Source: an optimization exercise on an open RTL-to-GDS flow (aim: small area, a short achievable clock period and few clock cycles per item). Production flows keep margins and buffers that such runs may drop.
Function was checked by simulation only, so behaviour that the tests miss may differ from the original.

==> design.v <==
module ce_mac (
    input  wire        clk,
    input  wire        rst,         
    input  wire        in_valid,
    output wire        in_ready,
    input  wire [1:0]  in_op,
    input  wire [31:0] in_mant,     
    input  wire [5:0]  in_shift,    
    input  wire [31:0] in_x,        
    input  wire [4:0]  in_osh,      
    output reg         out_valid,
    output reg  [31:0] out_y,
    output reg         out_sat
);
    localparam [1:0] OP_CLR  = 2'd0;
    localparam [1:0] OP_LOAD = 2'd1;
    localparam [1:0] OP_MAC  = 2'd2;
    localparam [1:0] OP_WB   = 2'd3;
    localparam signed [95:0] ACC_MAX = (96'sd1 <<< 79) - 96'sd1;
    localparam signed [95:0] ACC_MIN = -(96'sd1 <<< 79);
    reg signed [79:0] acc;
    reg               satflag;
    wire fire = in_valid & in_ready;
    assign in_ready = 1'b1;
    wire signed [63:0] prod = $signed(in_mant) * $signed(in_x);
    wire signed [95:0] prod_w = prod;
    wire        shift_neg = in_shift[5];
    wire [5:0]  rshamt    = 6'd0 - in_shift;           
    wire [4:0]  lshamt    = in_shift[4:0];             
    wire signed [95:0] half_t   = (96'sd1 <<< rshamt) >>> 1;
    wire signed [95:0] prod_rnd = prod_w + half_t - (prod_w < 0 ? 96'sd1 : 96'sd0);
    wire signed [95:0] t_right  = prod_rnd >>> rshamt;
    wire signed [95:0] t_left   = prod_w <<< lshamt;
    wire signed [95:0] t_full   = shift_neg ? t_right : t_left;
    wire               t_hi   = t_full > ACC_MAX;
    wire               t_lo   = t_full < ACC_MIN;
    wire signed [79:0] term   = t_hi ? ACC_MAX[79:0] : t_lo ? ACC_MIN[79:0] : t_full[79:0];
    wire signed [95:0] sum_full = $signed(acc) + $signed(term);
    wire               s_hi     = sum_full > ACC_MAX;
    wire               s_lo     = sum_full < ACC_MIN;
    wire signed [79:0] sum_sat  = s_hi ? ACC_MAX[79:0] : s_lo ? ACC_MIN[79:0] : sum_full[79:0];
    wire signed [5:0]  osh_s   = {in_osh[4], in_osh};
    wire [5:0]         wbamt   = 6'sd30 - osh_s;
    wire signed [95:0] acc_w   = acc;
    wire signed [95:0] half_w  = (96'sd1 <<< wbamt) >>> 1;
    wire signed [95:0] acc_rnd = acc_w + half_w - (acc_w < 0 ? 96'sd1 : 96'sd0);
    wire signed [95:0] y_full  = acc_rnd >>> wbamt;
    wire               y_hi    = y_full > 96'sd2147483647;
    wire               y_lo    = y_full < -96'sd2147483648;
    wire [31:0]        y_sat   = y_hi ? 32'h7FFF_FFFF : y_lo ? 32'h8000_0000 : y_full[31:0];
    always @(posedge clk) begin
        if (rst) begin
            acc       <= 80'sd0;
            satflag   <= 1'b0;
            out_valid <= 1'b0;
            out_y     <= 32'd0;
            out_sat   <= 1'b0;
        end else begin
            out_valid <= fire && in_op == OP_WB;
            if (fire) begin
                case (in_op)
                    OP_CLR: begin
                        acc     <= 80'sd0;
                        satflag <= 1'b0;
                    end
                    OP_LOAD: begin
                        acc     <= {{18{in_x[31]}}, in_x, 30'd0};
                        satflag <= 1'b0;
                    end
                    OP_MAC: begin
                        acc     <= sum_sat;
                        satflag <= satflag | t_hi | t_lo | s_hi | s_lo;
                    end
                    OP_WB: begin
                        out_y   <= y_sat;
                        out_sat <= satflag | y_hi | y_lo;
                    end
                endcase
            end
        end
    end
endmodule
==> run.sh <==
#!/bin/bash
# synth_recipe.tcl (not shown) runs the flow's synth.tcl, then flattens the netlist and writes it again
# the make line also repeats each setting of config.mk as NAME=value (left out here)
make -C /OpenROAD-flow-scripts/flow DESIGN_CONFIG=/design/flow/config.mk WORK_HOME=/design/flow/orfs CLKGATE_MAP_FILE= SYNTH_SCRIPT=/design/flow/synth_recipe.tcl finish
==> config.mk <==
export PLATFORM = sky130hd
export DESIGN_NAME = ce_mac
export DESIGN_NICKNAME = ce_mac
export VERILOG_FILES = /design/flow/design.v
export SDC_FILE = /design/flow/constraint.sdc
export NUM_CORES = 4
export LEC_CHECK = 0
export CAP_MARGIN = 20
export CORE_MARGIN = 2
export CORE_UTILIZATION = 40
export SLEW_MARGIN = 20
==> constraint.sdc <==
create_clock -name core_clock -period 25.0 [get_ports {clk}]
set_input_delay 5.0000 -clock core_clock [delete_from_list [all_inputs] [get_ports {clk}]]
set_output_delay 5.0000 -clock core_clock [all_outputs]
set_load 0.01 [all_outputs]
==> run notes <==
==> worst max-delay path, delay by kind of cell <==
kind                       cells  cell delay (ps)
adders and majority gates     12             5500
and+or+nand+nor               15             3260
AOI/OAI and AO/OA             25             7940
buffers and inverters         11             2370
muxes                          2              490
==> flip-flops by register name, summed over array words and instances, names as in the netlist <==
register   flops
acc           80
out_sat        1
out_valid      1
out_y         32
satflag        1
==> layer usage <==
layer / track usage [%] / up-vias / part of all wire, %
met5: 0 / - / 0.031
met4: 17.1 / 8 / 5.9
met3: 5.39 / 826 / 8.4
met2: 54.0 / 4049 / 44
met1: 45.9 / 40700 / 41
li1: - / 36200 / -
==> placed cells by master (no fill, tap or decap), drive strengths merged, types with 184 or more instances in the layout <==
cell type / n
buf: 362
nand3: 284
a21o: 210
mux2i: 250
nor2: 668
nand2: 1273
ha: 552
and2: 514
o21ai: 477
a21oi: 648
a211oi: 184
fa: 1085
inv: 1546
==> synthesized netlist by cell type, drive strengths merged (41+ instances only) <==
cell	n	area (um^2)
inv	1538	5770
nand2	1273	4780
fa	1085	21700
nor2	668	2510
a21oi	648	3260
clkbuf	578	2170
ha	552	6910
and2	514	3220
o21ai	477	2410
nand3	284	1420
mux2i	250	2500
a21o	210	1580
a211oi	184	1410
nor3	179	901
xnor2	151	1330
buf	140	637
nand4	129	807
a31oi	120	751
dfxtp	115	2300
o211ai	106	806
xor2	102	893
o21a	90	678
o31ai	81	618
and3	79	495
nor4	71	457
o22ai	68	425
mux2	64	721
o21bai	63	473
a221o	57	571
a22oi	52	395
or3	51	319
mux4	50	1130
nand2b	50	313
a221oi	49	442
a2111oi	48	554
o221ai	41	359
==> per-stage QoR <==
step | hold slack [ps] | cells | worst slack, ps | cell area [um^2]
2_1_floorplan | 460 | 10700 | 3030 | 80600
3_3_place_gp | 454 | 13100 | 37.2 | 85000
3_5_place_dp | 452 | 13100 | -175 | 85100
4_1_cts | 471 | 13200 | 292 | 85600
5_1_grt | 495 | 13200 | 8.30 | 85700
6_report | 469 | 13200 | 834 | 85700
==> worst min-delay path by stage <==
stage | endpoint | cells after the start
floorplan | acc[0] | 2
global placement | out_y[31] | 2
detailed placement | out_y[31] | 2
CTS | out_y[31] | 2
global route | out_y[31] | 2
finish | out_y[31] | 2
==> logic make-up after synthesis <==
family | count (synthesis) | share of synthesized area (%)
AND/OR/NAND/NOR | 3448 | 20.3
AO/OA/AOI/OAI | 2661 | 22.5
buffers and inverters | 2260 | 10.7
adder cells (fa/ha/maj) | 1637 | 35.5
multiplexers | 364 | 5.40
XOR/XNOR | 253 | 2.76
flip-flops | 115 | 2.86
other | 1 | 0.00466
==> area by class of cell <==
cell class,instances,area [um^2],share of cell area (%)
clock inverters,15,123,0.143
clock buffers,17,425,0.496
inverters,1542,5790,6.76
diodes,6,15.0,0.0175
flip-flops and latches,115,2300,2.69
multi-input cells,8372,70000,81.6
repair buffers,463,3770,4.40
well taps,2656,3320,3.88
==> flow_summary.rst <==
.. list-table::
   :header-rows: 1

   * - Metric
     - Value
   * - Count of hold buffers inserted by post-cts repair
     - 0
   * - #FFs+latches synth
     - 115
   * - Post-route clock period utilization
     - 96.7%
   * - Layout Utilization
     - 42.9%
   * - Logic depth of the worst register-to-register path
     - 21
   * - Count of endpoints failing setup in the final report
     - 0
   * - Final min period
     - 24,170 ps
   * - Root buffer cell
     - clkbuf_16
   * - Global-route wire length before repair
     - 533,000 um
   * - Start of the worst register-to-register path
     - acc[79]
   * - CP dominant cell by count
     - fa_1
   * - End of the critical path
     - acc[75]
   * - Overall die area
     - 205,000 um^2
   * - Starting DRC count in detailed routing
     - 9,448
   * - Row count
     - 164
   * - Pin count of the biggest net entering global routing
     - 71
   * - Placer's final routability congestion estimate
     - 1.11
   * - Sort of element at the end of the critical path
     - register
   * - Origin of the worst setup path
     - in_mant[14]
   * - Vias in the first global route
     - 81,500
   * - Average routed wire per standard cell
     - 27.1 um
   * - Count of synthesis-stage warnings from yosys
     - 1
   * - Final-report hold violation count
     - 0
   * - Delay of the slowest critical-path stage
     - 840 ps
   * - I/O pin total
     - 115
   * - Final-layout fill cell count
     - 20,800
   * - Worst setup SP type
     - input port
   * - Post-cts sizing count
     - 0
   * - Initial antenna violation count
     - 10
   * - Die extent in x
     - 453 um
   * - Master of the slowest instance on the critical path
     - clkdlybuf4s50_1
   * - Origin of the worst min-delay path
     - out_y[31]
   * - Maximum operating frequency
     - 41.4 MHz
   * - TritonCTS clock tree
     - built
   * - Critical path data required time
     - 25,430 ps
   * - Detail-routed via count per cell
     - 6.20
   * - Main synth FF type
     - dfxtp_1
   * - Critical-path maximum fanout
     - 21
   * - Max-cap violations
     - 0
   * - Latest clock arrival within the worst-skew pair
     - 500 ps
   * - Post-CTS Repair Setup Buffers
     - 0
   * - CORE AREA
     - 200,000 um^2
   * - # clock sinks
     - 115
   * - Setup clock skew after layout
     - 19.0 ps
   * - Slew at the pin with the worst max-slew slack
     - 1290 ps
   * - Outcome
     - complete, no violations
   * - Number of buffers created by CTS
     - 17
   * - Number of vias after detailed routing
     - 81,800
   * - Count of unique library cells instantiated by Yosys
     - 120
   * - Type of the setup path with the least slack
     - in2reg
   * - Synthesized netlist cell count
     - 10,700
   * - TritonRoute pass-1 iters
     - 9
   * - Total Negative Setup Slacks
     - 0 ps
   * - Fraction of layout cells with a size suffix above 1
     - 6.52%
   * - Overall Global Routing Usage
     - 34.4%
   * - RR Endpoint
     - out_y[28]
   * - Starting Density
     - 40.3%
   * - Detail Placement HPWL
     - 295,000 um
   * - Portion of the post-synthesis area used by sequential elements
     - 2.86%
   * - Syn_area_per_cell
     - 7.50 um^2
   * - Overall routed net length
     - 357,000 um
   * - Reg-to-reg setup timing slack
     - 16,430 ps
   * - Fraction of synthesis flops using an asynchronous set or reset pin
     - 0%
   * - Number of routed nets with antenna violations
     - 0
   * - GR Overflow Total
     - 0
   * - Height of the die
     - 453 um
   * - Maximum count of clock buffers along a single path
     - 2
   * - Setup repair after global routing missed its margin
     - no
   * - Port-buffer cells
     - 113
   * - Count of flip-flops with a built-in enable after synthesis
     - 0
   * - Syn-to-layout area delta
     - 6.41%
   * - Cell area after synthesis
     - 80,600 um^2
   * - Worst slew margin relative to its limit
     - 13.0%
   * - Worst hold path class
     - reg2reg
   * - Clock-pin slew on the worst setup and hold paths
     - 70 ps
   * - Critical path arrival
     - 24,590 ps
   * - # DRC
     - 0
   * - CTS H-tree lvls
     - 4
   * - Total number of nets in the final design
     - 12,200
   * - Number of max-slew violations in the final report
     - 0
Testbench counts, summed over its fixed seeds: cycles 24,057, items 24,049.

-- static timing again, ports no longer ideal --
No port has a modelled driver above. Below, the same layout with a new extraction and two added sets of constraints.
Step 1 sets driving cells, clkbuf_16 on the clock port and buf_2 on the other inputs (assumed; they add their load-dependent delay and slew).
Step 2 also shifts input and output timing later by t, the mid clock arrival at the registers, as if the neighbouring blocks saw the same clock.
Three values: no drivers, after step 1, after step 2; two values: the first two.
t (ns): 0.548
setup WS [ns]: 0.834 / 0.865 / 0.317
worst setup path after step 2: input to register
After both steps setup and hold are still met in this run. The setup slack of this run moves by +0.031 ns with the drivers and by -0.517 ns with both steps.
